This is an optimization exercise on Yosys and OpenROAD, whose aim is small area and a short achievable clock period, not a production implementation. In this exercise RTL edits were held to simulation tests only and were not proved equivalent to the original. No driver is modelled on the clock port, so clocking that relies on it looks cheaper here than on a real chip.

Setup of try-sierra:
// mole_lane_rx
module mole_lane_rx (
    input  wire        clk,
    input  wire        rst,
    input  wire        in_valid,
    input  wire [1:0]  in_hdr,
    input  wire [63:0] in_data,
    output reg         out_valid,
    output reg  [1:0]  out_hdr,
    output reg  [63:0] out_data,
    output reg         sig_valid,
    output wire [7:0]  sig_code,
    output wire [39:0] sig_arg,
    output reg         frm_valid,
    output reg         frm_good,
    output reg  [1:0]  frm_class,
    output reg  [15:0] frm_seq,
    output reg  [6:0]  frm_dest,
    output reg  [6:0]  frm_words,
    output reg         aln_valid,
    output reg  [3:0]  aln_lane,
    output reg  [1:0]  aln_port,
    output reg  [15:0] aln_seq,
    output reg  [4:0]  aln_bip_errs,
    output reg  [15:0] cnt_block_err,
    output reg  [15:0] cnt_signal_bad,
    output reg  [15:0] cnt_crc_err,
    output reg  [15:0] cnt_bip_err,
    output reg         frozen,
    output reg         lane_drop
);
clock: 9.0 ns
lec_check: 0
cap_margin: 20
core_margin: 2
core_utilization: 40
slew_margin: 20
standard.sh (not shown) runs the stock make flow with config.mk's settings and CLKGATE_MAP_FILE= SYNTH_SCRIPT=/design/flow/synth_recipe.tcl, a recipe that flattens the netlist after the stock synthesis.
==> flow/flow/run.sh <==
#!/bin/bash
# Standard layout, with fast port buffers and a tighter setup target for
# timing repair. Each tool's output goes to the ORFS logs under orfs/logs;
# make's own output goes to flow_make.log.
set -euo pipefail
bash standard.sh "BUFFER_PORTS_ARGS=-buffer_cell sky130_fd_sc_hd__buf_2" SETUP_SLACK_MARGIN=5.8 finish > flow_make.log 2>&1
try-sierra was carried through to the last stage, and its layout satisfied the timing, design-rule and antenna checks.
Input-level comparison between try-tundra and try-sierra:
-- flow/flow/run.sh --
<<< try-sierra, line 5
set -euo pipefail
bash standard.sh "BUFFER_PORTS_ARGS=-buffer_cell sky130_fd_sc_hd__buf_2" SETUP_SLACK_MARGIN=5.8 finish > flow_make.log 2>&1
>>> try-tundra, line 5
set -euo pipefail
bash standard.sh "BUFFER_PORTS_ARGS=-buffer_cell sky130_fd_sc_hd__buf_2" SETUP_SLACK_MARGIN=5.5 finish > flow_make.log 2>&1
## What came out
- Side by side, time the worst path needs with I/O delays and setup turned out higher in try-tundra than in try-sierra.
- Between try-tundra and try-sierra, it is try-tundra whose worst endpoint data arrival time is higher, by 300 ps.
- What try-sierra reported for maximum clock rate has to be multiplied by 0.914 to get the figure for try-tundra.


mole_lane_rx again, from the RTL that the note above started with.
clock: 9.0 ns
lec_check: 0
cap_margin: 20
core_margin: 2
core_utilization: 40
cts_cluster_diameter: 150
cts_cluster_size: 30
slew_margin: 20
==> flow/flow/run.sh <==
#!/bin/bash
# Standard layout, with fast port buffers and a tighter setup target for
# timing repair. Each tool's output goes to the ORFS logs under orfs/logs;
# make's own output goes to flow_make.log.
set -euo pipefail
bash standard.sh "BUFFER_PORTS_ARGS=-buffer_cell sky130_fd_sc_hd__buf_2" SETUP_SLACK_MARGIN=5.8 finish > flow_make.log 2>&1
Rerun with:
CORE_UTILIZATION = 60   (was 40)
CTS_CLUSTER_DIAMETER = 140   (was 150)
CTS_CLUSTER_SIZE = 27   (was 30)
What happened:
- The changed run finished clean
- design area is lower by 1.7%
- clock-buffer cell count grows by 2
- sequential share of layout area goes up by 0.55 points
- global-route usage rose by 9.1 points
- routed wire length fell by 9.5%


== build 49 ==
Another version of the RTL of mole_lane_rx (not shown whole).
Size: roughly 2,300 cells after synthesis, ~420 flip-flops, ~310 I/O pins, roughly 23,000 um^2 of cells after synthesis.
clock: 9.0 ns
lec_check: 0
cap_margin: 20
core_margin: 2
core_utilization: 60
cts_cluster_diameter: 140
cts_cluster_size: 27
place_density: 0.85
slew_margin: 20
tns_end_percent: 30
==> flow/flow/run.sh <==
#!/bin/bash
# Standard layout, with fast port buffers and a tighter setup target for
# timing repair. Each tool's output goes to the ORFS logs under orfs/logs;
# make's own output goes to flow_make.log.
set -euo pipefail
bash standard.sh "BUFFER_PORTS_ARGS=-buffer_cell sky130_fd_sc_hd__buf_2" SETUP_SLACK_MARGIN=5.95 finish > flow_make.log 2>&1
diff inputs: build 49 => build 37
diff --git a/flow/flow/run.sh b/flow/flow/run.sh
--- a/flow/flow/run.sh
+++ b/flow/flow/run.sh
@@ -5,2 +5,2 @@
 set -euo pipefail
-bash standard.sh "BUFFER_PORTS_ARGS=-buffer_cell sky130_fd_sc_hd__buf_2" SETUP_SLACK_MARGIN=5.95 finish > flow_make.log 2>&1
+bash standard.sh "BUFFER_PORTS_ARGS=-buffer_cell sky130_fd_sc_hd__buf_2" SETUP_SLACK_MARGIN=5.8 finish > flow_make.log 2>&1
diff --git a/flow/config.mk b/flow/config.mk
--- a/flow/config.mk
+++ b/flow/config.mk
@@ -14,2 +14 @@
 export SLEW_MARGIN = 20
-export TNS_END_PERCENT = 30
==> comparison <==
Build 37 went all the way through the flow, and no timing, DRC or antenna check failed. Summary of build 37 over build 49: post-route cell area shows a reduction of 1.8%; aggregate global-route resource usage did not really move. Cmp build 37 and build 49 / utilization / higher: build 49. There was hardly any difference in post-CTS clock slew at the launch and capture registers of the worst setup and hold paths between build 37 and build 49. Routed length on met1: build 49 vs build 37, no meaningful difference. The first-pass GRT wire length on build 37 is in line with that on build 49.
The following lists how build 69 was set up differently from build 37:
diff --git a/flow/config.mk b/flow/config.mk
--- a/flow/config.mk
+++ b/flow/config.mk
@@ -14 +14,2 @@
 export SLEW_MARGIN = 20
+export TNS_END_PERCENT = 30
Findings:
- Async set or reset register ratio after synthesis: build 37 vs build 69 identical
- Higher smallest setup slack after layout goes to build 37 over build 69.
- Of build 69 and build 37, it is build 69 that has the higher number of antenna violations at the first check in global routing.
- Row total length of routed met2 wires: build 69 higher / build 37 lower
- Wire length reported by the detailed router, build 69 and build 37: lower on build 37
- Build 69 against build 37: global routing usage on met1 higher, post-synth net total level, minimum clock period after layout higher, worst-case hold slack saw an increase, final area has remained practically unchanged.


v41:
Another version of the RTL of mole_lane_rx (not shown whole).
Size: ~2,300 cells after synthesis, ~420 flip-flops, about 310 I/O pins, roughly 23,000 um^2 of cells after synthesis.
Settings: LEC_CHECK=0, CAP_MARGIN=0, CORE_MARGIN=2, CORE_UTILIZATION=60, CTS_CLUSTER_DIAMETER=140, CTS_CLUSTER_SIZE=27, SLEW_MARGIN=0; clock period 9.0 ns.
==> flow/flow/run.sh <==
#!/bin/bash
# Standard layout, with fast port buffers and a tighter setup target for
# timing repair. Each tool's output goes to the ORFS logs under orfs/logs;
# make's own output goes to flow_make.log.
set -euo pipefail
bash standard.sh "BUFFER_PORTS_ARGS=-buffer_cell sky130_fd_sc_hd__buf_2" SETUP_SLACK_MARGIN=5.8 finish > flow_make.log 2>&1
Inputs modified between v41 and v12:
# v41
export LEC_CHECK = 0
export CAP_MARGIN = 0
export CORE_MARGIN = 2
export CORE_UTILIZATION = 60
export CTS_CLUSTER_DIAMETER = 140
export CTS_CLUSTER_SIZE = 27
export SLEW_MARGIN = 0
create_clock -name core_clock -period 9.0 [get_ports {clk}]
# v12
export LEC_CHECK = 0
export CAP_MARGIN = 20
export CORE_MARGIN = 2
export CORE_UTILIZATION = 60
export CTS_CLUSTER_DIAMETER = 140
export CTS_CLUSTER_SIZE = 27
export PLACE_DENSITY = 0.85
export SLEW_MARGIN = 20
create_clock -name core_clock -period 9.0 [get_ports {clk}]
==> run notes <==
v12 vs. v41: design area saw little to no change; clock transition at the registers of the reported paths saw little to no change. Count of placed standard cells including taps essentially unchanged between v41 and v12. Status: final standard cell count with taps included and fillers excluded parity (v41, v12). v12: number of cells upsized or downsized after cts is about 9% lower than what v41 reported. Looking at clock buffer instance count of the final layout, v12 sits 3 higher than v41 does. Compared to v41, v12 has total length of routed wires 2000 um higher.
Here is what was changed in the inputs of v45 compared with v12.
# v12
export LEC_CHECK = 0
export CAP_MARGIN = 20
export CORE_MARGIN = 2
export CORE_UTILIZATION = 60
export CTS_CLUSTER_DIAMETER = 140
export CTS_CLUSTER_SIZE = 27
export PLACE_DENSITY = 0.85
export SLEW_MARGIN = 20
create_clock -name core_clock -period 9.0 [get_ports {clk}]
# v45
export LEC_CHECK = 0
export CAP_MARGIN = 20
export CORE_MARGIN = 2
export CORE_UTILIZATION = 60
export CTS_CLUSTER_DIAMETER = 140
export CTS_CLUSTER_SIZE = 27
export SLEW_MARGIN = 20
create_clock -name core_clock -period 9.0 [get_ports {clk}]
==> flow/flow/run.sh <==
#!/bin/bash
set -euo pipefail
bash standard.sh "BUFFER_PORTS_ARGS=-buffer_cell sky130_fd_sc_hd__buf_2" SETUP_SLACK_MARGIN=5.8 "POST_CTS_TCL=$PWD/flow/post_cts.tcl" finish > flow_make.log 2>&1
==> flow/flow/post_cts.tcl (new file) <==
# After CTS and its timing repair: downsize cells that have slack to spare,
# keeping the same setup target as the repair.
report_worst_slack -max
report_design_area
repair_timing -recover_power 100 -setup_margin $::env(SETUP_SLACK_MARGIN) -verbose
detailed_placement
check_placement -verbose
report_worst_slack -max
report_design_area
Diff v12 -> v45 | final clock period utilization by the worst path | increase of 1.2 points. | final design area excluding fillers | v12 vs v45 | ≈ equal |.
--- input diff v45..v59 ---
# v45
export LEC_CHECK = 0
export CAP_MARGIN = 20
export CORE_MARGIN = 2
export CORE_UTILIZATION = 60
export CTS_CLUSTER_DIAMETER = 140
export CTS_CLUSTER_SIZE = 27
export SLEW_MARGIN = 20
create_clock -name core_clock -period 9.0 [get_ports {clk}]
# v59
export LEC_CHECK = 0
export CAP_MARGIN = 20
export CORE_MARGIN = 2
export CORE_UTILIZATION = 60
export CTS_CLUSTER_DIAMETER = 140
export CTS_CLUSTER_SIZE = 27
export PLACE_DENSITY = 0.85
export SLEW_MARGIN = 20
create_clock -name core_clock -period 9.0 [get_ports {clk}]
==> flow/flow/run.sh <==
#!/bin/bash
# Standard layout, with fast port buffers and a tighter setup target for
# timing repair. Each tool's output goes to the ORFS logs under orfs/logs;
# make's own output goes to flow_make.log.
set -euo pipefail
bash standard.sh "BUFFER_PORTS_ARGS=-buffer_cell sky130_fd_sc_hd__buf_2" SETUP_SLACK_MARGIN=6.05 finish > flow_make.log 2>&1
removed: flow/flow/post_cts.tcl
Results
[compare] base=v45 new=v59: total length of routed wires rose by about 35%, wire length on met1 higher.
Lower final-layout fill cell count was reported by v59, not v45.
In v59 the implementation ran to completion but is not tape-out ready, as the final checks report max-capacitance violations, max-slew violations.
Per the comparison of v59 with v45, number of detailed-routing iterations run before antenna repair picked up an extra 7, achievable clock frequency lost 0.057 GHz.
#### Input delta (v22 over v59)
==> flow/flow/run.sh <==
#!/bin/bash
# The standard layout (standard.sh, the standard flow's own ORFS flow and synthesis),
# with two changes: the port buffers are buf_2 cells, and timing repair aims
# for 5.8 ns of setup slack. The ORFS tools write their full logs under
# orfs/logs/; make's own output goes to flow_make.log in this folder.
set -euo pipefail
bash standard.sh "BUFFER_PORTS_ARGS=-buffer_cell sky130_fd_sc_hd__buf_2" SETUP_SLACK_MARGIN=5.8 finish > flow_make.log 2>&1
Notes after the runs:
- v22: PASS, flow complete, no timing, DRC or antenna violations
- Status: clock input transition at the sequential cells of the worst setup and hold paths parity (v59, v22)
- v22 against v59; area of the multi-input gates is down by a few percent.
- The least setup slack across all paths after layout reported for v22 is greater than that of v59 by 0.87 ns.
- Cmp v22 vs v59: global-route total usage across every layer lower in v22
- Diff v59 and v22: number of diodes higher in v59
- In v22, the pin count of the biggest net entering global routing came out 29% above the value in v59.
Edits applied to the flow inputs when going from v22 to v14:
# v22
export LEC_CHECK = 0
export CAP_MARGIN = 20
export CORE_MARGIN = 2
export CORE_UTILIZATION = 60
export CTS_CLUSTER_DIAMETER = 140
export CTS_CLUSTER_SIZE = 27
export PLACE_DENSITY = 0.85
export SLEW_MARGIN = 20
create_clock -name core_clock -period 9.0 [get_ports {clk}]
# v14
export LEC_CHECK = 0
export CAP_MARGIN = 20
export CORE_MARGIN = 2
export CORE_UTILIZATION = 50
export CTS_CLUSTER_DIAMETER = 140
export CTS_CLUSTER_SIZE = 27
export PLACE_DENSITY = 0.85
export SLEW_MARGIN = 20
create_clock -name core_clock -period 9.0 [get_ports {clk}]
==> flow/flow/run.sh <==
#!/bin/bash
# Standard layout, with fast port buffers and a tighter setup target for
# timing repair. Each tool's output goes to the ORFS logs under orfs/logs;
# make's own output goes to flow_make.log.
set -euo pipefail
bash standard.sh "BUFFER_PORTS_ARGS=-buffer_cell sky130_fd_sc_hd__buf_2" SETUP_SLACK_MARGIN=5.8 finish > flow_make.log 2>&1
[summary]
v14 ended up with a higher wire length than v22 did. On v14: wire length of the first global-routing pass is 0.69% higher than what v22 gave. On post-route DRC violation count, v14 tracks v22 almost exactly. v14 — combined global-route utilization of all metal layers 5.3 points lower, v22 as reference. Summary: with v22 as the reference, final routed wire length divided by cell count in v14 moved up slightly.

-- separate check: timing with driven ports --
The results above use ideal ports. As a check the final layouts listed here were re-extracted and re-timed, cells and wires unchanged.
Step 1: set_driving_cell puts a clkbuf_16 on clk and a buf_2 on each other input, an assumption about the parent block.
Step 2 also shifts input and output timing later by t, the mid clock arrival at the registers, as if the neighbouring blocks saw the same clock.
Slacks: no drivers / after step 1 / after step 2; pairs: no drivers / after step 1.
run | t (ns) | setup WS [ns] | clock arrival spread, ns
try-sierra | 0.656 | 5.811 / 5.750 / 5.220 | 0.019 / 0.020
try-tundra | 0.643 | 5.513 / 5.450 / 5.053 | 0.024 / 0.024
the first run of note 2 | 0.619 | 5.807 / 5.748 / 5.341 | 0.023 / 0.022
the second run of note 2 | 0.601 | 5.817 / 5.758 / 5.250 | 0.027 / 0.027
build 49 | 0.607 | 5.758 / 5.722 / 5.185 | 0.030 / 0.029
build 37 | 0.587 | 5.801 / 5.745 / 5.270 | 0.042 / 0.042
build 69 | 0.606 | 5.686 / 5.628 / 5.128 | 0.040 / 0.040
v41 | 0.601 | 5.773 / 5.715 / 5.254 | 0.034 / 0.035
v12 | 0.615 | 5.803 / 5.745 / 5.338 | 0.053 / 0.053
v45 | 0.601 | 5.694 / 5.694 / 5.263 | 0.035 / 0.035
v59 | 0.640 | 4.932 / 4.932 / 4.932 | 0.052 / 0.052
v22 | 0.615 | 5.803 / 5.745 / 5.338 | 0.053 / 0.053
v14 | 0.615 | 5.706 / 5.706 / 5.241 | 0.048 / 0.048
The setup slack of try-sierra, which loses most, moves by -0.061 ns with the drivers and by -0.591 ns with both steps.
